Background: an optimization exercise with open tools, aiming at small area, a short achievable clock period and few clock cycles. Do not read the settings as production practice. Function was not checked in any run shown here: the RTL went through the layout flow alone.

## flow/flow/run.sh

```bash
#!/bin/bash
set -eu -o pipefail
bash standard.sh synth > synth.log 2>&1
bash standard.sh "BUFFER_PORTS_ARGS=-buffer_cell sky130_fd_sc_hd__buf_1" finish > layout.log 2>&1
```

## flow/standard.sh

```bash
#!/bin/bash
# synth_recipe.tcl (not shown) runs the flow's synth.tcl, then flattens the netlist and writes it again
# the make line also repeats each setting of config.mk as NAME=value (left out here)
make -C /OpenROAD-flow-scripts/flow DESIGN_CONFIG=/design/flow/config.mk WORK_HOME=/design/flow/orfs CLKGATE_MAP_FILE= SYNTH_SCRIPT=/design/flow/synth_recipe.tcl "${@:-finish}"
```

## flow/config.mk

```make
export PLATFORM = sky130hd
export DESIGN_NAME = dsl_cmac
export DESIGN_NICKNAME = dsl_cmac
export VERILOG_FILES = /design/flow/design.v
export SDC_FILE = /design/flow/constraint.sdc
export NUM_CORES = 8
export LEC_CHECK = 0
export CAP_MARGIN = 20
export CORE_MARGIN = 2
export CORE_UTILIZATION = 40
export CTS_BUF_LIST = sky130_fd_sc_hd__clkbuf_8 sky130_fd_sc_hd__clkbuf_16
export CTS_CLUSTER_DIAMETER = 100
export CTS_CLUSTER_SIZE = 20
export PLACE_DENSITY = 0.55
export SETUP_SLACK_MARGIN = 4.6
export SLEW_MARGIN = 20
export SYNTH_HIERARCHICAL = 1
export SYNTH_MINIMUM_KEEP_SIZE = 0
```

## flow/constraint.sdc

```tcl
create_clock -name core_clock -period 10.0 [get_ports {clk}]
set_input_delay 2.0000 -clock core_clock [delete_from_list [all_inputs] [get_ports {clk}]]
set_output_delay 2.0000 -clock core_clock [all_outputs]
set_load 0.01 [all_outputs]
```

## flow/design.v

```verilog
module aes_sbox (input wire [7:0] x, output wire [7:0] y);
    wire M1, M2, M3, M4, M5, M6, M7, M8, M9, M10, M11, M12, M13, M14, M15, M16, M17, M18, M19, M20, M21, M22, M23, T1, T2, T3, T4, T5, T6, T7, T8, T9, T10, T11, T12, T13, T14, T15, T16, T17, T18, T19, T20, T21, T22, T23, T24, T25, T26, T27, X0, X1, X2, X3, X4, X5, X6, X7, X8, X9, X10, X11, X12, X13, X14, X15, X16, X17, X18, X19, X20, X21, X22, X23, X24, X25, X26, X27, X28, X29;
    wire E0, E1, E2, E3;
    wire U0 = x[7], U1 = x[6], U2 = x[5], U3 = x[4], U4 = x[3], U5 = x[2], U6 = x[1], U7 = x[0];
    cm_xor2 g_T1 (.a(U0), .b(U3), .y(T1));
    cm_xor2 g_T2 (.a(U0), .b(U5), .y(T2));
    cm_xor2 g_T3 (.a(U0), .b(U6), .y(T3));
    cm_xor2 g_T4 (.a(U3), .b(U5), .y(T4));
    cm_xor2 g_T5 (.a(U4), .b(U6), .y(T5));
    cm_xor2 g_T6 (.a(T1), .b(T5), .y(T6));
    cm_xor2 g_T7 (.a(U1), .b(U2), .y(T7));
    cm_xor2 g_T8 (.a(U7), .b(T6), .y(T8));
    cm_xor2 g_T9 (.a(U7), .b(T7), .y(T9));
    cm_xor2 g_T10 (.a(T6), .b(T7), .y(T10));
    cm_xor2 g_T11 (.a(U1), .b(U5), .y(T11));
    cm_xor2 g_T12 (.a(U2), .b(U5), .y(T12));
    cm_xor2 g_T13 (.a(T3), .b(T4), .y(T13));
    cm_xor2 g_T14 (.a(T6), .b(T11), .y(T14));
    cm_xor2 g_T15 (.a(T5), .b(T11), .y(T15));
    cm_xor2 g_T16 (.a(T5), .b(T12), .y(T16));
    cm_xor2 g_T17 (.a(T9), .b(T16), .y(T17));
    cm_xor2 g_T18 (.a(U3), .b(U7), .y(T18));
    cm_xor2 g_T19 (.a(T7), .b(T18), .y(T19));
    cm_xor2 g_T20 (.a(T1), .b(T19), .y(T20));
    cm_xor2 g_T21 (.a(U6), .b(U7), .y(T21));
    cm_xor2 g_T22 (.a(T7), .b(T21), .y(T22));
    cm_xor2 g_T23 (.a(T2), .b(T22), .y(T23));
    cm_xor2 g_T24 (.a(T2), .b(T10), .y(T24));
    cm_xor2 g_T25 (.a(T20), .b(T17), .y(T25));
    cm_xor2 g_T26 (.a(T3), .b(T16), .y(T26));
    cm_xor2 g_T27 (.a(T1), .b(T12), .y(T27));
    cm_nand2 g_M1 (.a(T13), .b(T6), .y(M1));
    cm_nand2 g_M2 (.a(T23), .b(T8), .y(M2));
    cm_xnor2 g_M3 (.a(T14), .b(M1), .y(M3));
    cm_nand2 g_M4 (.a(T19), .b(U7), .y(M4));
    cm_xor2 g_M5 (.a(M4), .b(M1), .y(M5));
    cm_nand2 g_M6 (.a(T3), .b(T16), .y(M6));
    cm_nand2 g_M7 (.a(T22), .b(T9), .y(M7));
    cm_xnor2 g_M8 (.a(T26), .b(M6), .y(M8));
    cm_nand2 g_M9 (.a(T20), .b(T17), .y(M9));
    cm_xor2 g_M10 (.a(M9), .b(M6), .y(M10));
    cm_nand2 g_M11 (.a(T1), .b(T15), .y(M11));
    cm_nand2 g_M12 (.a(T4), .b(T27), .y(M12));
    cm_xor2 g_M13 (.a(M12), .b(M11), .y(M13));
    cm_nand2 g_M14 (.a(T2), .b(T10), .y(M14));
    cm_xor2 g_M15 (.a(M14), .b(M11), .y(M15));
    cm_xnor2 g_M16 (.a(M3), .b(M2), .y(M16));
    cm_xor2 g_M17 (.a(M5), .b(T24), .y(M17));
    cm_xnor2 g_M18 (.a(M8), .b(M7), .y(M18));
    cm_xor2 g_M19 (.a(M10), .b(M15), .y(M19));
    cm_xor2 g_M20 (.a(M16), .b(M13), .y(M20));
    cm_xor2 g_M21 (.a(M17), .b(M15), .y(M21));
    cm_xor2 g_M22 (.a(M18), .b(M13), .y(M22));
    cm_xor2 g_M23 (.a(M19), .b(T25), .y(M23));
    cm_xor2 g_X0 (.a(T14), .b(T26), .y(X0));
    cm_xor2 g_X1 (.a(U3), .b(U1), .y(X1));
    cm_xor2 g_X2 (.a(T25), .b(T24), .y(X2));
    cm_xor2 g_X3 (.a(T2), .b(T8), .y(X3));
    cm_xor2 g_X4 (.a(T10), .b(U2), .y(X4));
    cm_xor2 g_X5 (.a(T8), .b(T14), .y(X5));
    cm_xor2 g_X6 (.a(T8), .b(X1), .y(X6));
    cm_xor2 g_X7 (.a(T14), .b(X1), .y(X7));
    cm_xor2 g_X8 (.a(T16), .b(X2), .y(X8));
    cm_xor2 g_X9 (.a(T16), .b(T2), .y(X9));
    cm_xor2 g_X10 (.a(T4), .b(T12), .y(X10));
    cm_xor2 g_X11 (.a(T14), .b(T24), .y(X11));
    cm_xor2 g_X12 (.a(T12), .b(X6), .y(X12));
    cm_xor2 g_X13 (.a(X8), .b(U6), .y(X13));
    cm_xor2 g_X14 (.a(U6), .b(T18), .y(X14));
    cm_xor2 g_X15 (.a(T14), .b(T2), .y(X15));
    cm_xor2 g_X16 (.a(X14), .b(T2), .y(X16));
    cm_xor2 g_X17 (.a(T19), .b(X9), .y(X17));
    cm_xor2 g_X18 (.a(X17), .b(U0), .y(X18));
    cm_xor2 g_X19 (.a(T7), .b(U5), .y(X19));
    cm_xor2 g_X20 (.a(T14), .b(T22), .y(X20));
    cm_xor2 g_X21 (.a(X14), .b(T8), .y(X21));
    cm_xor2 g_X22 (.a(T21), .b(T12), .y(X22));
    cm_xor2 g_X23 (.a(U5), .b(T22), .y(X23));
    cm_xor2 g_X24 (.a(T21), .b(T23), .y(X24));
    cm_xor2 g_X25 (.a(X11), .b(T19), .y(X25));
    cm_xor2 g_X26 (.a(T26), .b(T11), .y(X26));
    cm_xor2 g_X27 (.a(T16), .b(X18), .y(X27));
    cm_xor2 g_X28 (.a(X13), .b(U7), .y(X28));
    cm_xor2 g_X29 (.a(X25), .b(T26), .y(X29));
    aes_gf16_inv u_inv (.d({M20, M21, M22, M23}), .e({E0, E1, E2, E3}));
    wire P0; cm_nand2 g_P0 (.a(E0), .b(X1), .y(P0));
    wire P1; cm_nand2 g_P1 (.a(E1), .b(X12), .y(P1));
    wire P2; cm_nand2 g_P2 (.a(E2), .b(X26), .y(P2));
    wire P3; cm_nand2 g_P3 (.a(E3), .b(X25), .y(P3));
    wire P4; cm_nand2 g_P4 (.a(E0), .b(T24), .y(P4));
    wire P5; cm_nand2 g_P5 (.a(E1), .b(X11), .y(P5));
    wire P6; cm_nand2 g_P6 (.a(E2), .b(X0), .y(P6));
    wire P7; cm_nand2 g_P7 (.a(E3), .b(X2), .y(P7));
    wire P8; cm_nand2 g_P8 (.a(E0), .b(X20), .y(P8));
    wire P9; cm_nand2 g_P9 (.a(E1), .b(X13), .y(P9));
    wire P10; cm_nand2 g_P10 (.a(E2), .b(X5), .y(P10));
    wire P11; cm_nand2 g_P11 (.a(E3), .b(X24), .y(P11));
    wire P12; cm_nand2 g_P12 (.a(E0), .b(X9), .y(P12));
    wire P13; cm_nand2 g_P13 (.a(E1), .b(X18), .y(P13));
    wire P14; cm_nand2 g_P14 (.a(E2), .b(X21), .y(P14));
    wire P15; cm_nand2 g_P15 (.a(E3), .b(X19), .y(P15));
    wire P16; cm_nand2 g_P16 (.a(E0), .b(X6), .y(P16));
    wire P17; cm_nand2 g_P17 (.a(E1), .b(X27), .y(P17));
    wire P18; cm_nand2 g_P18 (.a(E2), .b(X14), .y(P18));
    wire P19; cm_nand2 g_P19 (.a(E3), .b(X8), .y(P19));
    wire P20; cm_nand2 g_P20 (.a(E0), .b(X29), .y(P20));
    wire P21; cm_nand2 g_P21 (.a(E1), .b(X16), .y(P21));
    wire P22; cm_nand2 g_P22 (.a(E2), .b(X4), .y(P22));
    wire P23; cm_nand2 g_P23 (.a(E3), .b(X22), .y(P23));
    wire P24; cm_nand2 g_P24 (.a(E0), .b(X28), .y(P24));
    wire P25; cm_nand2 g_P25 (.a(E1), .b(X4), .y(P25));
    wire P26; cm_nand2 g_P26 (.a(E2), .b(X10), .y(P26));
    wire P27; cm_nand2 g_P27 (.a(E3), .b(X15), .y(P27));
    wire P28; cm_nand2 g_P28 (.a(E0), .b(X23), .y(P28));
    wire P29; cm_nand2 g_P29 (.a(E1), .b(X17), .y(P29));
    wire P30; cm_nand2 g_P30 (.a(E2), .b(X3), .y(P30));
    wire P31; cm_nand2 g_P31 (.a(E3), .b(X7), .y(P31));
    wire Q0_0; cm_xor2 g_Q0_0 (.a(P0), .b(P1), .y(Q0_0));
    wire Q0_1; cm_xor2 g_Q0_1 (.a(P2), .b(P3), .y(Q0_1));
    cm_xor2 g_S0 (.a(Q0_0), .b(Q0_1), .y(y[7]));
    wire Q1_0; cm_xor2 g_Q1_0 (.a(P4), .b(P5), .y(Q1_0));
    wire Q1_1; cm_xor2 g_Q1_1 (.a(P6), .b(P7), .y(Q1_1));
    cm_xnor2 g_S1 (.a(Q1_0), .b(Q1_1), .y(y[6]));
    wire Q2_0; cm_xor2 g_Q2_0 (.a(P8), .b(P9), .y(Q2_0));
    wire Q2_1; cm_xor2 g_Q2_1 (.a(P10), .b(P11), .y(Q2_1));
    cm_xnor2 g_S2 (.a(Q2_0), .b(Q2_1), .y(y[5]));
    wire Q3_0; cm_xor2 g_Q3_0 (.a(P12), .b(P13), .y(Q3_0));
    wire Q3_1; cm_xor2 g_Q3_1 (.a(P14), .b(P15), .y(Q3_1));
    cm_xor2 g_S3 (.a(Q3_0), .b(Q3_1), .y(y[4]));
    wire Q4_0; cm_xor2 g_Q4_0 (.a(P16), .b(P17), .y(Q4_0));
    wire Q4_1; cm_xor2 g_Q4_1 (.a(P18), .b(P19), .y(Q4_1));
    cm_xor2 g_S4 (.a(Q4_0), .b(Q4_1), .y(y[3]));
    wire Q5_0; cm_xor2 g_Q5_0 (.a(P20), .b(P21), .y(Q5_0));
    wire Q5_1; cm_xor2 g_Q5_1 (.a(P22), .b(P23), .y(Q5_1));
    cm_xor2 g_S5 (.a(Q5_0), .b(Q5_1), .y(y[2]));
    wire Q6_0; cm_xor2 g_Q6_0 (.a(P24), .b(P25), .y(Q6_0));
    wire Q6_1; cm_xor2 g_Q6_1 (.a(P26), .b(P27), .y(Q6_1));
    cm_xnor2 g_S6 (.a(Q6_0), .b(Q6_1), .y(y[1]));
    wire Q7_0; cm_xor2 g_Q7_0 (.a(P28), .b(P29), .y(Q7_0));
    wire Q7_1; cm_xor2 g_Q7_1 (.a(P30), .b(P31), .y(Q7_1));
    cm_xnor2 g_S7 (.a(Q7_0), .b(Q7_1), .y(y[0]));
endmodule
module aes_gf16_inv (input wire [3:0] d, output wire [3:0] e);
    wire [3:0] v = d ^ 4'b0000;
    wire M20 = v[3], M21 = v[2], M22 = v[1], M23 = v[0];
    wire M24 = M22 ^ M23;
    wire M25 = M22 & M20;
    wire M26 = M21 ^ M25;
    wire M27 = M20 ^ M21;
    wire M28 = M23 ^ M25;
    wire M29 = M28 & M27;
    wire M30 = M26 & M24;
    wire M31 = M20 & M23;
    wire M32 = M27 & M31;
    wire M33 = M27 ^ M25;
    wire M34 = M21 & M22;
    wire M35 = M24 & M34;
    wire M36 = M24 ^ M25;
    wire M37 = M21 ^ M29;
    wire M38 = M32 ^ M33;
    wire M39 = M23 ^ M30;
    wire M40 = M35 ^ M36;
    assign e = {M37, M38, M39, M40};
endmodule
module cm_xor2 (input wire a, input wire b, output wire y);
    assign y = a ^ b;
endmodule
module cm_xnor2 (input wire a, input wire b, output wire y);
    assign y = ~(a ^ b);
endmodule
module cm_nand2 (input wire a, input wire b, output wire y);
    assign y = ~(a & b);
endmodule
module cm_nor2 (input wire a, input wire b, output wire y);
    assign y = ~(a | b);
endmodule
module cm_mux2i (input wire a, input wire b, input wire s, output wire y);
    assign y = ~(s ? b : a);
endmodule
module aes_round (
    input  wire [127:0] state_in,
    output wire [127:0] shifted,      
    output wire [127:0] mixed         
);
    wire [127:0] sub;
    genvar i, j, b;
    generate
        for (i = 0; i < 16; i = i + 1) begin : g_sub
            aes_sbox u_sbox (.x(state_in[127 - 8*i -: 8]), .y(sub[127 - 8*i -: 8]));
        end
        for (i = 0; i < 16; i = i + 1) begin : g_shift
            assign shifted[127 - 8*i -: 8] = sub[127 - 8*(((i / 4 + i % 4) % 4) * 4 + i % 4) -: 8];
        end
        for (i = 0; i < 4; i = i + 1) begin : g_mix
            wire [7:0] a [0:3];
            wire [7:0] p [0:3];
            wire [7:0] x [0:3];
            wire [7:0] q [0:3];
            for (j = 0; j < 4; j = j + 1) begin : g_byte
                assign a[j] = shifted[127 - 32*i - 8*j -: 8];
            end
            for (j = 0; j < 4; j = j + 1) begin : g_col
                for (b = 0; b < 8; b = b + 1) begin : g_bit
                    cm_xor2 u_p (.a(a[j][b]), .b(a[(j + 1) % 4][b]), .y(p[j][b]));
                end
                assign x[j][7] = p[j][6];
                assign x[j][6] = p[j][5];
                assign x[j][5] = p[j][4];
                cm_xor2 u_x4 (.a(p[j][3]), .b(p[j][7]), .y(x[j][4]));
                cm_xor2 u_x3 (.a(p[j][2]), .b(p[j][7]), .y(x[j][3]));
                assign x[j][2] = p[j][1];
                cm_xor2 u_x1 (.a(p[j][0]), .b(p[j][7]), .y(x[j][1]));
                assign x[j][0] = p[j][7];
            end
            for (j = 0; j < 4; j = j + 1) begin : g_out
                for (b = 0; b < 8; b = b + 1) begin : g_bit
                    cm_xor2 u_q (.a(a[(j + 1) % 4][b]), .b(p[(j + 2) % 4][b]), .y(q[j][b]));
                    cm_xor2 u_o (.a(q[j][b]), .b(x[j][b]), .y(mixed[127 - 32*i - 8*j - (7 - b)]));
                end
            end
        end
    endgenerate
endmodule
module aes_key_step (
    input  wire [127:0] key_in,
    input  wire [7:0]   rcon,
    output wire [127:0] key_out
);
    wire [31:0] w0 = key_in[127:96];
    wire [31:0] w1 = key_in[95:64];
    wire [31:0] w2 = key_in[63:32];
    wire [31:0] w3 = key_in[31:0];
    wire [31:0] sw;
    aes_sbox u_s0 (.x(w3[23:16]), .y(sw[31:24]));
    aes_sbox u_s1 (.x(w3[15:8]),  .y(sw[23:16]));
    aes_sbox u_s2 (.x(w3[7:0]),   .y(sw[15:8]));
    aes_sbox u_s3 (.x(w3[31:24]), .y(sw[7:0]));
    wire [31:0] w0r = w0 ^ {rcon, 24'd0};
    wire [31:0] c12, c123, n0, n1, n2, n3;
    genvar i;
    generate
        for (i = 0; i < 32; i = i + 1) begin : g_x
            cm_xor2 u_c12  (.a(w1[i]),   .b(w2[i]), .y(c12[i]));
            cm_xor2 u_c123 (.a(c12[i]),  .b(w3[i]), .y(c123[i]));
            cm_xor2 u_n0   (.a(w0r[i]),  .b(sw[i]), .y(n0[i]));
            cm_xor2 u_n1   (.a(n0[i]),   .b(w1[i]), .y(n1[i]));
            cm_xor2 u_n2   (.a(n0[i]),   .b(c12[i]), .y(n2[i]));
            cm_xor2 u_n3   (.a(n0[i]),   .b(c123[i]), .y(n3[i]));
        end
    endgenerate
    assign key_out = {n0, n1, n2, n3};
endmodule
module dsl_cmac (
    input  wire         clk,
    input  wire         rst_n,         
    input  wire         key_load,
    input  wire [127:0] key,
    input  wire         in_valid,
    output wire         in_ready,
    input  wire [31:0]  in_data,
    input  wire         in_last,
    input  wire [1:0]   in_nbytes,     
    output reg          tag_valid,
    output wire [127:0] tag
);
    reg  [127:0] key_r;         
    reg          kz;            
    reg  [127:0] k1;            
    reg  [127:0] aes_st;        
    reg  [127:0] rk;            
    reg  [3:0]   rnd;           
    reg          kmode;         
    reg          waitx;         
    reg          cur_last;      
    reg  [95:0]  buf_w;
    reg  [1:0]   bcnt;          
    reg          bpad;          
    reg          bpad80;        
    reg          bvirt;         
    reg          blast;         
    reg          bkey;          
    reg          c_mix;         
    reg          c_shift;       
    reg          c_hold;        
    reg          c_rk;          
    reg          c_buf;         
    reg          c_ks_key;      
    reg          c_ks_rk;       
    reg          c_kfin;        
    reg          c_kl;          
    reg  [7:0]   rcon;          
    wire bfull3 = (bcnt == 2'd3);
    assign in_ready = bfull3 ? (c_buf && !bvirt) : !bpad;
    assign tag      = aes_st;
    wire take     = in_valid && in_ready;
    wire take_buf = take && !bfull3;
    wire load     = c_buf && (bvirt || in_valid);
    reg [31:0] wport;           
    always @* begin
        wport = in_data;
        if (in_last) begin
            case (in_nbytes)
                2'd0: wport = {in_data[31:24], 8'h80, 16'h0};
                2'd1: wport = {in_data[31:16], 8'h80, 8'h0};
                2'd2: wport = {in_data[31:8],  8'h80};
                default: wport = in_data;
            endcase
        end
    end
    wire [31:0] wpadw = {bpad80, 31'd0};                     
    reg  [31:0] kword;          
    always @* begin
        case (bcnt)
            2'd0: kword = key_r[127:96];
            2'd1: kword = key_r[95:64];
            default: kword = key_r[63:32];
        endcase
        if (kz)
            kword = 32'd0;
    end
    wire [31:0] kword3 = kz ? 32'd0 : key_r[31:0];
    wire [31:0]  w3     = (bvirt ? wpadw : wport) ^ kword3;
    wire         last3  = bvirt ? blast : in_last;
    wire         whole3 = !bvirt && (in_nbytes == 2'd3);   
    wire [127:0] k2     = {k1[126:0], 1'b0} ^ (k1[127] ? 128'h87 : 128'h0);
    wire [127:0] bufop  = {buf_w, w3} ^ (last3 ? (whole3 ? k1 : k2) : 128'h0);
    wire [127:0] shifted, mixed;
    aes_round u_rd (.state_in(aes_st), .shifted(shifted), .mixed(mixed));
    wire [127:0] opb = (c_rk ? rk : 128'h0) ^ (load ? bufop : 128'h0);
    wire [127:0] oth = (c_shift ? shifted : 128'h0) | (c_hold ? aes_st : 128'h0);
    wire [127:0] opa_n, st_next;
    genvar gi;
    generate
        for (gi = 0; gi < 128; gi = gi + 1) begin : g_st
            cm_mux2i u_a (.a(oth[gi]), .b(mixed[gi]), .s(c_mix), .y(opa_n[gi]));
            cm_xnor2 u_x (.a(opa_n[gi]), .b(opb[gi]), .y(st_next[gi]));
        end
    endgenerate
    wire [127:0] rk_next;
    wire [127:0] ks_in = (c_ks_key ? key_r : 128'h0) | (c_ks_rk ? rk : 128'h0);
    aes_key_step u_ks (.key_in(ks_in), .rcon(rcon), .key_out(rk_next));
    wire [127:0] l_dbl = {aes_st[126:0], 1'b0} ^ (aes_st[127] ? 128'h87 : 128'h0);
    wire fin     = c_shift;     
    wire running = c_rk;        
    wire restart = key_load || !rst_n;    
    reg  [3:0] n_rnd;
    reg        n_kz, n_kmode, n_waitx, n_cur_last;
    reg  [1:0] n_bcnt;
    reg        n_bpad, n_bpad80, n_bvirt, n_blast, n_bkey;
    always @* begin
        n_kz    = key_load ? 1'b0 : kz;
        n_kmode = load ? bkey : (fin ? 1'b0 : kmode);
        n_rnd   = load ? 4'd1 : ((fin || !running) ? 4'd0 : rnd + 4'd1);
        n_cur_last = load ? last3 : cur_last;
        n_waitx = (fin && !cur_last && !kmode && !load) ? 1'b1 : (load ? 1'b0 : waitx);
        n_bcnt   = bcnt;
        n_bpad   = bpad;
        n_bpad80 = bpad80;
        n_bvirt  = bvirt;
        n_blast  = blast;
        n_bkey   = bkey;
        if (load) begin
            n_bcnt  = 2'd0;
            n_bvirt = 1'b0;
            n_blast = 1'b0;
            n_bkey  = 1'b0;
        end else if (take_buf || bpad) begin
            n_bcnt = bcnt + 2'd1;
            if (bcnt == 2'd2)
                n_bpad = 1'b0;
            else if (take_buf && in_last)
                n_bpad = 1'b1;
            n_bpad80 = take_buf && in_last && (in_nbytes == 2'd3);
            if (take_buf && in_last) begin
                n_bvirt = 1'b1;
                n_blast = 1'b1;
            end
        end
        if (restart) begin
            n_rnd = 4'd0;  n_kmode = 1'b0;  n_waitx = 1'b0;  n_cur_last = 1'b0;
            n_bcnt = 2'd0; n_bpad = 1'b1;   n_bpad80 = 1'b0; n_bvirt = 1'b1;
            n_blast = 1'b0; n_bkey = 1'b1;
        end
        if (!rst_n)
            n_kz = 1'b1;
    end
    wire n_fin     = (n_rnd == 4'd10);
    wire n_running = (n_rnd != 4'd0);
    wire n_ready   = (n_bcnt == 2'd3);
    wire n_ld_idle = !n_running && n_ready && !c_kfin;
    wire n_ld_fin  = n_fin && !n_cur_last && !n_kmode && n_ready;
    wire n_load    = n_ld_idle || n_ld_fin;
    reg  [7:0] n_rcon;
    always @* begin
        case (n_load ? 4'd1 : n_rnd + 4'd1)
            4'd1:  n_rcon = 8'h01;
            4'd2:  n_rcon = 8'h02;
            4'd3:  n_rcon = 8'h04;
            4'd4:  n_rcon = 8'h08;
            4'd5:  n_rcon = 8'h10;
            4'd6:  n_rcon = 8'h20;
            4'd7:  n_rcon = 8'h40;
            4'd8:  n_rcon = 8'h80;
            4'd9:  n_rcon = 8'h1b;
            4'd10: n_rcon = 8'h36;
            default: n_rcon = 8'h00;
        endcase
    end
    always @(posedge clk) begin
        if (take_buf || bpad)
            buf_w <= {buf_w[63:0], (bpad ? wpadw : wport) ^ kword};
        aes_st <= st_next;
        rk     <= rk_next;
        if (c_kl)
            k1 <= l_dbl;
    end
    always @(posedge clk) begin
        rnd      <= n_rnd;
        kz       <= n_kz;
        kmode    <= n_kmode;
        waitx    <= n_waitx;
        cur_last <= n_cur_last;
        bcnt     <= n_bcnt;
        bpad     <= n_bpad;
        bpad80   <= n_bpad80;
        bvirt    <= n_bvirt;
        blast    <= n_blast;
        bkey     <= n_bkey;
        c_mix    <= n_running && !n_fin;
        c_shift  <= n_fin;
        c_hold   <= n_waitx && !n_running;
        c_rk     <= n_running;
        c_buf    <= n_load;
        c_ks_key <= n_load && !n_kz;
        c_ks_rk  <= !n_load;
        c_kfin   <= n_fin && n_kmode;
        c_kl     <= c_kfin && !restart;
        rcon     <= n_rcon;
        if (key_load)
            key_r <= key;
        if (!rst_n)
            tag_valid <= 1'b0;
        else
            tag_valid <= fin && cur_last && !kmode;
    end
endmodule
```

==> results.json, run 1 <==
{
  "design_area_um2": 67200,
  "post_drt_wl_per_cell_um": 25.2,
  "critPathRequiredTime_ns": 10.47,
  "synth_cell_type_count": 62,
  "grt_max_degree": 105,
  "cts_buffers": 40,
  "die_area_um2": 149000,
  "dr.pass1.iters": 5,
  "cp_max_fo": 73,
  "hp-class": "reg2reg",
  "slew_headroom_pct": 29.1,
  "ys.flop_type": "edfxtp_1",
  "routed_wl_mm": 214,
  "layout_commonest_cell": "xor2_1",
  "crit_top_cell": "xnor2_1",
  "mostFrequentLayoutCells": "1982 x xor2_1, 1302 x nand2_1, 556 x xnor2_1, 352 x edfxtp_1, 308 x xor2_2",
  "regToRegSetupSlack_ns": 4.79,
  "muxShareOfSynthArea_pct": 2.28,
  "synth_fa_ha_area_share_pct": 0.257,
  "period_share_pct": 52.2,
  "ys_ff_latch": 641,
  "grt_pass1_wl_mm": 303,
  "critPathArrivalTime_ns": 5.68,
  "hold_violations": 0,
  "grt_use_total_pct": 27.6,
  "reg2regPathDepth": 19,
  "overflow": 0,
  "hold_start": "bkey$_SDFFE_PP1P_",
  "synth_cells": 6448,
  "post-dp-hpwl_mm": 166,
  "reg2reg_from": "aes_st[1]$_DFF_P_",
  "insertion_delay_ns": 0.67,
  "hold_depth": 2,
  "avgViaCountPerCell": 5.30,
  "path_cells": "buf_1 > and3b_4 > buf_4 > buf_4 > nand2_1 > a21oi_2 > xnor2_1 > nor2_1 > xnor2_1 > xnor2_1",
  "finClkSkew_ns": 0.0630,
  "cap_violations": 0,
  "ys_seq_area_share_pct": 28.0,
  "fmax_mhz": 192,
  "drt-initial-drc-count": 4489,
  "fp.dieW_um": 386,
  "cts.sinks": 641,
  "start_kind": "primary input",
  "synth_warnings": 8,
  "fin_crit_ns": 5.22,
  "final_nets": 6748,
  "vias": 45100,
  "dpl_cell_area_um2": 60100,
  "syn_area_per_cell_um2": 9.06,
  "synth-simple-area-share_pct": 12.1,
  "synth-compound-area-share_pct": 7.82,
  "drive_above_1_share_pct": 13.4,
  "endpoint_kind": "flip-flop",
  "max_stage_delay_ns": 0.76,
  "synthXorXnorAreaFrac_pct": 45.2,
  "fp.coreArea_um2": 145000,
  "antenna_found_initial": 5,
  "clockBufferDepth": 3,
  "synth_edf_count": 352,
  "row_count": 140,
  "syn_to_final_growth_pct": 14.9,
  "cts-htree-levels": 2,
  "initial_utilization_pct": 40.2,
  "synth_top_family_by_area": "XOR/XNOR gates",
  "gp_congestion": 0.964,
  "crit_type": "in2reg",
  "synth_area_um2": 58400,
  "reg2reg_to": "aes_st[114]$_DFF_P_",
  "tightestPinTransition_ns": 1.06,
  "synthArstFlopShare_pct": 0,
  "slowest_stage": "xnor2_1",
  "syn-num-nets": 6627,
  "io_pins": 297,
  "rsz0062_at_grt": "true",
  "root_buffer": "clkbuf_16",
  "setup_viol": 0,
  "cts_tree": "yes",
  "grt_pass1_vias": 43100,
  "holdPathEnd": "bkey$_SDFFE_PP1P_",
  "fin_tns_setup_ns": 0,
  "crit_start": "in_nbytes[1]",
  "slew_viol_final": 0,
  "die_h_um": 386,
  "ant_nets": 0,
  "cts.clk_slew.worst_paths_ns": 0.08,
  "portBuffers": 296,
  "drc": 0,
  "status": "finished clean"
}
## timing repair
action	CTS	global route
setup buffers	13	77
hold buffers	0	0
resized for setup	332	374
pin swaps	7	29
endpoints found under the hold margin	0	0
setup endpoints to repair	256	256
## worst max path at each step
stage | end | slack (ns)
2_1_floorplan | aes_st[0]$_DFF_P_ | 4.92
3_3_place_gp | rk[15]$_DFF_P_ | 3.66
3_5_place_dp | aes_st[73]$_DFF_P_ | 3.65
4_1_cts | aes_st[73]$_DFF_P_ | 4.59
5_1_grt | aes_st[83]$_DFF_P_ | 4.51
6_report | aes_st[99]$_DFF_P_ | 4.78
## layout make-up
cell class | instances | area [um2]
inverters | 13 | 56.3
flip-flops and latches | 641 | 16500
repair buffers | 460 | 2520
clock buffers | 43 | 1050
multi-input cells | 5413 | 44400
clock inverters | 30 | 208
diodes | 3 | 7.51
fillers | 14000 | 78200
well taps | 1917 | 2400
## metrics by stage
step | util, % | worst slack [ns] | hold WS [ns] | std cells
floorplan | - | 4.92 | 0.420 | 6448
global placement | 41.3 | 3.66 | 0.439 | 8353
detailed placement | 41.3 | 3.65 | 0.448 | 8353
CTS | 43.9 | 4.59 | 0.464 | 8439
global route | 46.2 | 4.51 | 0.488 | 8517
finish | 46.2 | 4.78 | 0.465 | 8520
## metal layers
layer / vias up / share of wire, % / GRT usage, %
met3: 267 / 6.8 / 2.90
met4: 2 / 4.5 / 10.9
met5: - / 0.0037 / 0
met2: 1792 / 45 / 43.2
met1: 22500 / 44 / 39.0
li1: 20600 / - / -
## state kept, by name, indices dropped and copies added, names as in the netlist, 2 cells and up
| name | flops |
|---|---|
| bcnt | 2 |
| k1 | 128 |
| key_r | 128 |
| rcon | 8 |
| aes_st | 128 |
| rnd | 4 |
| buf_w | 96 |
| rk | 128 |
## cells by family (layout without fill, tap and decap cells)
kind of cell               Yosys count  in the layout
xor gates and xnor gates          3011           3011
buffers and inverters              394            546
AOI/OAI and AO/OA                  578            578
DFF                                641            641
adders and majority gates           12             12
other                                0              3
and+or+nand+nor                   1679           1679
muxes                              133            133
## worst max-delay path: cells and delay by family
| family | cells | cell delay [ns] |
|---|---|---|
| and+or+nand+nor | 3 | 0.53 |
| buffers and inverters | 3 | 1.79 |
| AOI/OAI and AO/OA | 1 | 0.18 |
| xor gates and xnor gates | 3 | 1.04 |
## synthesized netlist by cell type (all sizes together), types with 4 or more instances
cell type	instances	area share (%)
a211o	40	0.60
a21o	20	0.26
a21oi	165	1.7
a22o	256	3.8
a22oi	33	0.42
and2	4	0.043
and3	20	0.21
buf	298	3.7
clkbuf	83	0.53
dfxtp	289	9.9
edfxtp	352	18
ha	12	0.26
inv	12	0.077
mux2i	133	2.3
nand2	1304	8.4
nand2b	24	0.26
nor2	149	0.96
nor2b	98	1.0
nor3	5	0.060
nor3b	25	0.36
nor4b	41	0.64
o21ai	8	0.075
o22a	20	0.30
o32a	20	0.34
xnor2	610	9.2
xor2	2400	36
## modules after synthesis, one instance, submodules excluded, excerpt
module | flops+latches | times used | cells | area, um2
aes_gf16_inv | 0 | 20 | 19 | 149
aes_key_step | 0 | 1 | 8 | 70.1
cm_mux2i | 0 | 128 | 1 | 10.0
cm_nand2 | 0 | 820 | 1 | 3.75
cm_xnor2 | 0 | 288 | 1 | 8.76
cm_xor2 | 0 | 2364 | 1 | 8.76
dsl_cmac | 641 | 1 | 2460 | 27800
==> run 2: changes to the inputs <==
--- a/flow/design.v
+++ b/flow/design.v
@@ -1,5 +1,5 @@
 module aes_sbox (input wire [7:0] x, output wire [7:0] y);
-    wire M1, M2, M3, M4, M5, M6, M7, M8, M9, M10, M11, M12, M13, M14, M15, M16, M17, M18, M19, M20, M21, M22, M23, T1, T2, T3, T4, T5, T6, T7, T8, T9, T10, T11, T12, T13, T14, T15, T16, T17, T18, T19, T20, T21, T22, T23, T24, T25, T26, T27, X0, X1, X2, X3, X4, X5, X6, X7, X8, X9, X10, X11, X12, X13, X14, X15, X16, X17, X18, X19, X20, X21, X22, X23, X24, X25, X26, X27, X28, X29;
+    wire M1, M2, M3, M4, M5, M6, M7, M8, M9, M10, M11, M12, M13, M14, M15, M16, M17, M18, M19, M20, M21, M22, M23, T1, T2, T3, T4, T5, T6, T7, T8, T9, T10, T11, T12, T13, T14, T15, T16, T17, T18, T19, T20, T21, T22, T23, T24, T25, T26, T27, X0, X1, X2, X3, X4, X5, X6, X7, X8, X9, X10, X11, X12, X13, X14, X15, X16, X17, X18, X19, X20, X21, X22, X23, X24, X25, X26, X27, X28, X29, X30, X31, X32;
     wire E0, E1, E2, E3;
     wire U0 = x[7], U1 = x[6], U2 = x[5], U3 = x[4], U4 = x[3], U5 = x[2], U6 = x[1], U7 = x[0];
     cm_xor2 g_T1 (.a(U0), .b(U3), .y(T1));
@@ -52,69 +52,72 @@
     cm_xor2 g_M21 (.a(M17), .b(M15), .y(M21));
     cm_xor2 g_M22 (.a(M18), .b(M13), .y(M22));
     cm_xor2 g_M23 (.a(M19), .b(T25), .y(M23));
-    cm_xor2 g_X0 (.a(T14), .b(T26), .y(X0));
-    cm_xor2 g_X1 (.a(U3), .b(U1), .y(X1));
-    cm_xor2 g_X2 (.a(T25), .b(T24), .y(X2));
-    cm_xor2 g_X3 (.a(T2), .b(T8), .y(X3));
-    cm_xor2 g_X4 (.a(T10), .b(U2), .y(X4));
-    cm_xor2 g_X5 (.a(T8), .b(T14), .y(X5));
-    cm_xor2 g_X6 (.a(T8), .b(X1), .y(X6));
-    cm_xor2 g_X7 (.a(T14), .b(X1), .y(X7));
-    cm_xor2 g_X8 (.a(T16), .b(X2), .y(X8));
-    cm_xor2 g_X9 (.a(T16), .b(T2), .y(X9));
-    cm_xor2 g_X10 (.a(T4), .b(T12), .y(X10));
-    cm_xor2 g_X11 (.a(T14), .b(T24), .y(X11));
-    cm_xor2 g_X12 (.a(T12), .b(X6), .y(X12));
-    cm_xor2 g_X13 (.a(X8), .b(U6), .y(X13));
-    cm_xor2 g_X14 (.a(U6), .b(T18), .y(X14));
-    cm_xor2 g_X15 (.a(T14), .b(T2), .y(X15));
-    cm_xor2 g_X16 (.a(X14), .b(T2), .y(X16));
-    cm_xor2 g_X17 (.a(T19), .b(X9), .y(X17));
-    cm_xor2 g_X18 (.a(X17), .b(U0), .y(X18));
-    cm_xor2 g_X19 (.a(T7), .b(U5), .y(X19));
-    cm_xor2 g_X20 (.a(T14), .b(T22), .y(X20));
-    cm_xor2 g_X21 (.a(X14), .b(T8), .y(X21));
-    cm_xor2 g_X22 (.a(T21), .b(T12), .y(X22));
-    cm_xor2 g_X23 (.a(U5), .b(T22), .y(X23));
-    cm_xor2 g_X24 (.a(T21), .b(T23), .y(X24));
-    cm_xor2 g_X25 (.a(X11), .b(T19), .y(X25));
-    cm_xor2 g_X26 (.a(T26), .b(T11), .y(X26));
-    cm_xor2 g_X27 (.a(T16), .b(X18), .y(X27));
-    cm_xor2 g_X28 (.a(X13), .b(U7), .y(X28));
-    cm_xor2 g_X29 (.a(X25), .b(T26), .y(X29));
+    cm_xor2 g_X0 (.a(U4), .b(U0), .y(X0));
+    cm_xor2 g_X1 (.a(U2), .b(U0), .y(X1));
+    cm_xor2 g_X2 (.a(U1), .b(U3), .y(X2));
+    cm_xor2 g_X3 (.a(U3), .b(U2), .y(X3));
+    cm_xor2 g_X4 (.a(X2), .b(U0), .y(X4));
+    cm_xor2 g_X5 (.a(X4), .b(U7), .y(X5));
+    cm_xor2 g_X6 (.a(U6), .b(X0), .y(X6));
+    cm_xor2 g_X7 (.a(X2), .b(X6), .y(X7));
+    cm_xor2 g_X8 (.a(U0), .b(X7), .y(X8));
+    cm_xor2 g_X9 (.a(U2), .b(X6), .y(X9));
+    cm_xor2 g_X10 (.a(U7), .b(X7), .y(X10));
+    cm_xor2 g_X11 (.a(X10), .b(U3), .y(X11));
+    cm_xor2 g_X12 (.a(X8), .b(U7), .y(X12));
+    cm_xor2 g_X13 (.a(U5), .b(X6), .y(X13));
+    cm_xor2 g_X14 (.a(X13), .b(X11), .y(X14));
+    cm_xor2 g_X15 (.a(X3), .b(X14), .y(X15));
+    cm_xor2 g_X16 (.a(X15), .b(X0), .y(X16));
+    cm_xor2 g_X17 (.a(X14), .b(X9), .y(X17));
+    cm_xor2 g_X18 (.a(X16), .b(X7), .y(X18));
+    cm_xor2 g_X19 (.a(X8), .b(X14), .y(X19));
+    cm_xor2 g_X20 (.a(X16), .b(U0), .y(X20));
+    cm_xor2 g_X21 (.a(X0), .b(X17), .y(X21));
+    cm_xor2 g_X22 (.a(X21), .b(X7), .y(X22));
+    cm_xor2 g_X23 (.a(X19), .b(X0), .y(X23));
+    cm_xor2 g_X24 (.a(X10), .b(X18), .y(X24));
+    cm_xor2 g_X25 (.a(U6), .b(X24), .y(X25));
+    cm_xor2 g_X26 (.a(X24), .b(X17), .y(X26));
+    cm_xor2 g_X27 (.a(U0), .b(X25), .y(X27));
+    cm_xor2 g_X28 (.a(X13), .b(X24), .y(X28));
+    cm_xor2 g_X29 (.a(U1), .b(X7), .y(X29));
+    cm_xor2 g_X30 (.a(X27), .b(X29), .y(X30));
+    cm_xor2 g_X31 (.a(X29), .b(X25), .y(X31));
+    cm_xor2 g_X32 (.a(X29), .b(X28), .y(X32));
     aes_gf16_inv u_inv (.d({M20, M21, M22, M23}), .e({E0, E1, E2, E3}));
-    wire P0; cm_nand2 g_P0 (.a(E0), .b(X1), .y(P0));
-    wire P1; cm_nand2 g_P1 (.a(E1), .b(X12), .y(P1));
-    wire P2; cm_nand2 g_P2 (.a(E2), .b(X26), .y(P2));
-    wire P3; cm_nand2 g_P3 (.a(E3), .b(X25), .y(P3));
-    wire P4; cm_nand2 g_P4 (.a(E0), .b(T24), .y(P4));
-    wire P5; cm_nand2 g_P5 (.a(E1), .b(X11), .y(P5));
-    wire P6; cm_nand2 g_P6 (.a(E2), .b(X0), .y(P6));
-    wire P7; cm_nand2 g_P7 (.a(E3), .b(X2), .y(P7));
-    wire P8; cm_nand2 g_P8 (.a(E0), .b(X20), .y(P8));
-    wire P9; cm_nand2 g_P9 (.a(E1), .b(X13), .y(P9));
-    wire P10; cm_nand2 g_P10 (.a(E2), .b(X5), .y(P10));
-    wire P11; cm_nand2 g_P11 (.a(E3), .b(X24), .y(P11));
+    wire P0; cm_nand2 g_P0 (.a(E0), .b(X2), .y(P0));
+    wire P1; cm_nand2 g_P1 (.a(E1), .b(X17), .y(P1));
+    wire P2; cm_nand2 g_P2 (.a(E2), .b(X32), .y(P2));
+    wire P3; cm_nand2 g_P3 (.a(E3), .b(X5), .y(P3));
+    wire P4; cm_nand2 g_P4 (.a(E0), .b(X27), .y(P4));
+    wire P5; cm_nand2 g_P5 (.a(E1), .b(X1), .y(P5));
+    wire P6; cm_nand2 g_P6 (.a(E2), .b(X28), .y(P6));
+    wire P7; cm_nand2 g_P7 (.a(E3), .b(X4), .y(P7));
+    wire P8; cm_nand2 g_P8 (.a(E0), .b(X22), .y(P8));
+    wire P9; cm_nand2 g_P9 (.a(E1), .b(X24), .y(P9));
+    wire P10; cm_nand2 g_P10 (.a(E2), .b(X14), .y(P10));
+    wire P11; cm_nand2 g_P11 (.a(E3), .b(X30), .y(P11));
     wire P12; cm_nand2 g_P12 (.a(E0), .b(X9), .y(P12));
-    wire P13; cm_nand2 g_P13 (.a(E1), .b(X18), .y(P13));
-    wire P14; cm_nand2 g_P14 (.a(E2), .b(X21), .y(P14));
-    wire P15; cm_nand2 g_P15 (.a(E3), .b(X19), .y(P15));
-    wire P16; cm_nand2 g_P16 (.a(E0), .b(X6), .y(P16));
-    wire P17; cm_nand2 g_P17 (.a(E1), .b(X27), .y(P17));
-    wire P18; cm_nand2 g_P18 (.a(E2), .b(X14), .y(P18));
-    wire P19; cm_nand2 g_P19 (.a(E3), .b(X8), .y(P19));
-    wire P20; cm_nand2 g_P20 (.a(E0), .b(X29), .y(P20));
-    wire P21; cm_nand2 g_P21 (.a(E1), .b(X16), .y(P21));
-    wire P22; cm_nand2 g_P22 (.a(E2), .b(X4), .y(P22));
-    wire P23; cm_nand2 g_P23 (.a(E3), .b(X22), .y(P23));
-    wire P24; cm_nand2 g_P24 (.a(E0), .b(X28), .y(P24));
-    wire P25; cm_nand2 g_P25 (.a(E1), .b(X4), .y(P25));
-    wire P26; cm_nand2 g_P26 (.a(E2), .b(X10), .y(P26));
-    wire P27; cm_nand2 g_P27 (.a(E3), .b(X15), .y(P27));
-    wire P28; cm_nand2 g_P28 (.a(E0), .b(X23), .y(P28));
-    wire P29; cm_nand2 g_P29 (.a(E1), .b(X17), .y(P29));
-    wire P30; cm_nand2 g_P30 (.a(E2), .b(X3), .y(P30));
-    wire P31; cm_nand2 g_P31 (.a(E3), .b(X7), .y(P31));
+    wire P13; cm_nand2 g_P13 (.a(E1), .b(X12), .y(P13));
+    wire P14; cm_nand2 g_P14 (.a(E2), .b(X0), .y(P14));
+    wire P15; cm_nand2 g_P15 (.a(E3), .b(X31), .y(P15));
+    wire P16; cm_nand2 g_P16 (.a(E0), .b(X11), .y(P16));
+    wire P17; cm_nand2 g_P17 (.a(E1), .b(X15), .y(P17));
+    wire P18; cm_nand2 g_P18 (.a(E2), .b(X26), .y(P18));
+    wire P19; cm_nand2 g_P19 (.a(E3), .b(X25), .y(P19));
+    wire P20; cm_nand2 g_P20 (.a(E0), .b(X20), .y(P20));
+    wire P21; cm_nand2 g_P21 (.a(E1), .b(X23), .y(P21));
+    wire P22; cm_nand2 g_P22 (.a(E2), .b(X7), .y(P22));
+    wire P23; cm_nand2 g_P23 (.a(E3), .b(X18), .y(P23));
+    wire P24; cm_nand2 g_P24 (.a(E0), .b(X16), .y(P24));
+    wire P25; cm_nand2 g_P25 (.a(E1), .b(X7), .y(P25));
+    wire P26; cm_nand2 g_P26 (.a(E2), .b(X3), .y(P26));
+    wire P27; cm_nand2 g_P27 (.a(E3), .b(X8), .y(P27));
+    wire P28; cm_nand2 g_P28 (.a(E0), .b(X21), .y(P28));
+    wire P29; cm_nand2 g_P29 (.a(E1), .b(X10), .y(P29));
+    wire P30; cm_nand2 g_P30 (.a(E2), .b(X19), .y(P30));
+    wire P31; cm_nand2 g_P31 (.a(E3), .b(X13), .y(P31));
     wire Q0_0; cm_xor2 g_Q0_0 (.a(P0), .b(P1), .y(Q0_0));
     wire Q0_1; cm_xor2 g_Q0_1 (.a(P2), .b(P3), .y(Q0_1));
     cm_xor2 g_S0 (.a(Q0_0), .b(Q0_1), .y(y[7]));
@@ -179,8 +182,9 @@
 endmodule
 module aes_round (
     input  wire [127:0] state_in,
+    input  wire [127:0] round_key,
     output wire [127:0] shifted,      
-    output wire [127:0] mixed         
+    output wire [127:0] mixed_n       
 );
     wire [127:0] sub;
     genvar i, j, b;
@@ -196,6 +200,7 @@
             wire [7:0] p [0:3];
             wire [7:0] x [0:3];
             wire [7:0] q [0:3];
+            wire [7:0] k [0:3];
             for (j = 0; j < 4; j = j + 1) begin : g_byte
                 assign a[j] = shifted[127 - 32*i - 8*j -: 8];
             end
@@ -214,8 +219,9 @@
             end
             for (j = 0; j < 4; j = j + 1) begin : g_out
                 for (b = 0; b < 8; b = b + 1) begin : g_bit
-                    cm_xor2 u_q (.a(a[(j + 1) % 4][b]), .b(p[(j + 2) % 4][b]), .y(q[j][b]));
-                    cm_xor2 u_o (.a(q[j][b]), .b(x[j][b]), .y(mixed[127 - 32*i - 8*j - (7 - b)]));
+                    cm_xor2  u_k (.a(a[(j + 1) % 4][b]), .b(round_key[127 - 32*i - 8*j - (7 - b)]), .y(k[j][b]));
+                    cm_xor2  u_q (.a(k[j][b]), .b(p[(j + 2) % 4][b]), .y(q[j][b]));
+                    cm_xnor2 u_o (.a(q[j][b]), .b(x[j][b]), .y(mixed_n[127 - 32*i - 8*j - (7 - b)]));
                 end
             end
         end
@@ -324,16 +330,16 @@
     wire         whole3 = !bvirt && (in_nbytes == 2'd3);   
     wire [127:0] k2     = {k1[126:0], 1'b0} ^ (k1[127] ? 128'h87 : 128'h0);
     wire [127:0] bufop  = {buf_w, w3} ^ (last3 ? (whole3 ? k1 : k2) : 128'h0);
-    wire [127:0] shifted, mixed;
-    aes_round u_rd (.state_in(aes_st), .shifted(shifted), .mixed(mixed));
+    wire [127:0] shifted, mixed_n;
+    aes_round u_rd (.state_in(aes_st), .round_key(rk), .shifted(shifted), .mixed_n(mixed_n));
     wire [127:0] opb = (c_rk ? rk : 128'h0) ^ (load ? bufop : 128'h0);
     wire [127:0] oth = (c_shift ? shifted : 128'h0) | (c_hold ? aes_st : 128'h0);
-    wire [127:0] opa_n, st_next;
+    wire [127:0] oth_n, st_next;
     genvar gi;
     generate
         for (gi = 0; gi < 128; gi = gi + 1) begin : g_st
-            cm_mux2i u_a (.a(oth[gi]), .b(mixed[gi]), .s(c_mix), .y(opa_n[gi]));
-            cm_xnor2 u_x (.a(opa_n[gi]), .b(opb[gi]), .y(st_next[gi]));
+            cm_xnor2 u_x (.a(oth[gi]), .b(opb[gi]), .y(oth_n[gi]));
+            cm_mux2i u_a (.a(oth_n[gi]), .b(mixed_n[gi]), .s(c_mix), .y(st_next[gi]));
         end
     endgenerate
     wire [127:0] rk_next;
==> flow/flow/run.sh (replaced) <==
#!/bin/bash
set -eu -o pipefail
SETUP_MARGIN=${SETUP_MARGIN:-5.0}
bash standard.sh synth > synth.log 2>&1
bash standard.sh "BUFFER_PORTS_ARGS=-buffer_cell sky130_fd_sc_hd__buf_1" \
  "SETUP_SLACK_MARGIN=$SETUP_MARGIN" finish > layout.log 2>&1
--- a/flow/config.mk
+++ b/flow/config.mk
@@ -12,7 +12,7 @@
 export CTS_CLUSTER_DIAMETER = 100
 export CTS_CLUSTER_SIZE = 20
 export PLACE_DENSITY = 0.55
-export SETUP_SLACK_MARGIN = 4.6
+export SETUP_SLACK_MARGIN = 5
 export SLEW_MARGIN = 20
 export SYNTH_HIERARCHICAL = 1
 export SYNTH_MINIMUM_KEEP_SIZE = 0
==> run 2 against run 1 <==
  * Still clean on timing, DRC and antenna
  * Global-route usage rose by 1.3 points
  * Register-to-register slack improved by 0.04 ns
  * Clock skew fell by 0.031 ns
  * Sequential cell count did not move
  * Clock-buffer cell count rose by 3
  * Non-clock buffer count rose by 538
  * Design area rose by 15%
  * Synthesized cell count rose by 2.9%
  * Largest cell class unchanged
==> results.json, run 2 <==
{
  "status": "finished clean",
  "layout_commonest_cell": "xor2_1",
  "crit_start": "aes_st[111]$_DFF_P_",
  "cts_buffers": 43,
  "cp.depth": 23,
  "reg2regPathDepth": 23,
  "antenna_found_initial": 8,
  "die_h_um": 392,
  "post_drt_wl_per_cell_um": 25.1,
  "slowest_stage": "dfxtp_4",
  "design_area_um2": 77400,
  "critPathArrivalTime_ns": 5.68,
  "crit_type": "reg2reg",
  "drt-initial-drc-count": 4760,
  "dr.pass1.iters": 8,
  "cts.sinks": 641,
  "cp_top_family": "XOR/XNOR gates",
  "synth_warnings": 8,
  "root_buffer": "clkbuf_16",
  "grt_pass1_wl_mm": 324,
  "grt_pass1_vias": 45800,
  "synth_cell_type_count": 62,
  "cp_num_buf_inv": 3,
  "ctsHoldBuffers": 0,
  "cap_violations": 0,
  "ys_seq_area_share_pct": 27.2,
  "portBuffers": 296,
  "synthArstFlopShare_pct": 0,
  "syn_area_per_cell_um2": 9.06,
  "routed_wl_mm": 234,
  "hp-class": "reg2reg",
  "drive_above_1_share_pct": 24.0,
  "io_pins": 297,
  "start_kind": "flip-flop",
  "clockBufferDepth": 3,
  "overflow": 0,
  "fp.dieW_um": 392,
  "die_area_um2": 153000,
  "rsz0062_at_grt": "true",
  "yosys.area.top_type_share_pct": 35.8,
  "fin_crit_ns": 5.17,
  "cts.clk_slew.worst_paths_ns": 0.10,
  "reg2reg_to": "aes_st[53]$_DFF_P_",
  "regToRegSetupSlack_ns": 4.83,
  "period_share_pct": 51.7,
  "syn-num-nets": 6815,
  "synth_most_common_cell": "xor2_1",
  "ys_ff_latch": 641,
  "antenna_cells": 0,
  "synth_largest_area_cell": "xor2_1",
  "mostFrequentLayoutCells": "1769 x xor2_1, 1299 x nand2_1, 655 x xnor2_1, 586 x buf_4, 511 x xor2_2",
  "reg2reg_from": "aes_st[111]$_DFF_P_",
  "drc": 0,
  "ys.flop_type": "edfxtp_1",
  "gp_congestion": 0.940,
  "nFillCells": 13400,
  "synth_cells": 6636,
  "finClkSkew_ns": 0.0323,
  "fin_tns_setup_ns": 0,
  "initial_utilization_pct": 40.2,
  "crit_top_cell": "xor2_2",
  "cts_tree": "yes",
  "hold_violations": 0,
  "synthTopCellsByCount": "2458 x xor2_1, 1302 x nand2_1, 737 x xnor2_1, 352 x edfxtp_1, 289 x dfxtp_1",
  "synth_area_um2": 60100,
  "path_cells": "xor2_4 > xor2_4 > xor2_4 > xor2_4 > xor2_2 > xor2_2 > xor2_2 > xor2_1 > xor2_1 > buf_4 > xor2_4 > xor2_4 > xor2_2 > xor2_1 > nand2_1 > xor2_2 > xnor2_2 > buf_6 > buf_6 > xor2_2 > xor2_2 > xnor2_1 > mux2i_1",
  "netlist_top_cells_area": "xor2_1 36%, edfxtp_1 18%, xnor2_1 11%",
  "fmax_mhz": 194,
  "critPathRequiredTime_ns": 10.52,
  "syn_to_final_growth_pct": 28.8,
  "grt_max_degree": 130,
  "cp_max_fo": 4,
  "cts-htree-levels": 2,
  "dpl_cell_area_um2": 64400,
  "slew_viol_final": 0,
  "row_count": 142,
  "grt_use_total_pct": 29.0,
  "ant_nets": 0,
  "avgViaCountPerCell": 5.27,
  "post-dp-hpwl_mm": 171,
  "max_stage_delay_ns": 0.41,
  "vias": 49300,
  "tightestPinTransition_ns": 1.14,
  "final_nets": 7481,
  "setup_viol": 0,
  "fp.coreArea_um2": 149000,
  "cp-endpoint": "aes_st[53]$_DFF_P_",
  "slew_headroom_pct": 23.7,
  "insertion_delay_ns": 0.66,
  "endpoint_kind": "flip-flop",
  "synth_edf_count": 352
}
[run 2: area by class of cell]
| type | instances | area, um2 | share of cell area [%] |
|---|---|---|---|
| Timing Repair Buffer | 998 | 7470 | 9.64 |
| Tap cell | 2016 | 2520 | 3.26 |
| Clock buffer | 46 | 1140 | 1.47 |
| Sequential cell | 641 | 16600 | 21.4 |
| Inverter | 13 | 56.3 | 0.0727 |
| Multi-Input combinational cell | 5605 | 49400 | 63.8 |
| Clock inverter | 33 | 219 | 0.283 |
[run 2: repair_timing]
| action | in CTS | in global routing |
|---|---|---|
| gates resized for setup | 370 | 521 |
| setup endpoints to repair | 256 | 256 |
| cloned | 4 | 8 |
| pin swaps | 144 | 322 |
| buffers inserted | 301 | 314 |
[run 2: how the worst min path moves through the flow]
stage,depth (start not counted),end,from,slack [ns]
after detailed placement,0,k1[15]$_DFFE_PP_,aes_st[14]$_DFF_P_,0.42
after CTS,0,k1[15]$_DFFE_PP_,aes_st[14]$_DFF_P_,0.45
after global routing,0,k1[10]$_DFFE_PP_,aes_st[9]$_DFF_P_,0.48
after global placement,0,k1[15]$_DFFE_PP_,aes_st[14]$_DFF_P_,0.42
final,2,waitx$_DFF_P_,waitx$_DFF_P_,0.47
after floorplan,1,c_kl$_DFF_P_,c_kfin$_DFF_P_,0.42
[run 2: kinds of logic (layout without fill, tap and decap cells)]
family / Yosys count / count (layout) / share of synthesized area, %
buffers and inverters: 394 / 1090 / 4.22
DFF: 641 / 641 / 27.2
adders and majority gates: 12 / 12 / 0.250
muxes: 133 / 133 / 2.22
AOI/OAI and AO/OA: 578 / 578 / 7.61
xor gates and xnor gates: 3199 / 3203 / 46.7
and+or+nand+nor: 1679 / 1679 / 11.8
[run 2: per-module statistics from Yosys (local to each module, per instance), excerpt]
module | cells | flops+latches | times used | cell area [um2]
dsl_cmac | 2460 | 641 | 1 | 27800
aes_gf16_inv | 19 | 0 | 20 | 149
cm_xnor2 | 1 | 0 | 416 | 8.76
cm_xor2 | 1 | 0 | 2424 | 8.76
cm_mux2i | 1 | 0 | 128 | 10.0
cm_nand2 | 1 | 0 | 820 | 3.75
aes_key_step | 8 | 0 | 1 | 70.1
[run 2: metrics by stage]
stage / hold slack (ns) / setup WS (ns) / utilization, % / instances
floorplan: 0.420 / 4.81 / - / 6636
global placement: 0.423 / 3.84 / 43.1 / 8646
detailed placement: 0.424 / 3.70 / 43.1 / 8646
CTS: 0.450 / 4.99 / 47.6 / 9030
global route: 0.483 / 4.63 / 51.8 / 9352
finish: 0.466 / 4.83 / 51.8 / 9352
[run 2: layer usage]
metal	wire length [um]	vias to the layer above	GRT usage, %
li1	-	22100	-
met1	96800	24700	39.6
met2	106000	2080	45.6
met3	19100	410	4.12
met4	12800	0	12.4
met5	0	-	0
[run 2: worst reg2reg max path, stage by stage (launching register included)]
cell	delay, ns
dfxtp_4	0.41
xor2_4	0.22
xor2_4	0.26
xor2_4	0.25
xor2_4	0.29
xor2_2	0.22
xor2_2	0.23
xor2_2	0.22
xor2_1	0.26
xor2_1	0.20
buf_4	0.18
xor2_4	0.26
xor2_4	0.23
xor2_2	0.18
xor2_1	0.15
nand2_1	0.12
xor2_2	0.21
xnor2_2	0.16
buf_6	0.18
buf_6	0.15
xor2_2	0.19
xor2_2	0.19
xnor2_1	0.17
mux2i_1	0.10

## what the ideal ports hide
The flow's constraints put no driver on any port. The routed layouts listed below were extracted and timed again, unchanged, in two steps.
Step 1 (the two cells are an assumption about what drives the block):
set clk [get_ports {clk}]
set_driving_cell -lib_cell sky130_fd_sc_hd__clkbuf_16 $clk
set_driving_cell -lib_cell sky130_fd_sc_hd__buf_2 [delete_from_list [all_inputs] $clk]
Step 2 moves the port delays by t, midway between the first and last clock arrival at a register: inputs arrive t later, outputs are due t later. That takes back most of the time a late clock gives input paths.
Three values: no drivers, after step 1, after step 2; two values: the first two.
run | t (ns) | setup slack, ns | hold slack, ns | worst register clock-pin slew, ns
run 1 | 0.718 | 4.785 / 4.787 / 4.118 | 0.465 / 0.465 / 0.465 | 0.10 / 0.10
run 2 | 0.714 | 4.834 / 4.834 / 4.434 | 0.466 / 0.466 / 0.466 | 0.10 / 0.10
After both steps every run listed still meets setup and hold. The setup slack of run 1, which loses most, moves by +0.002 ns with the drivers and by -0.667 ns with both steps.
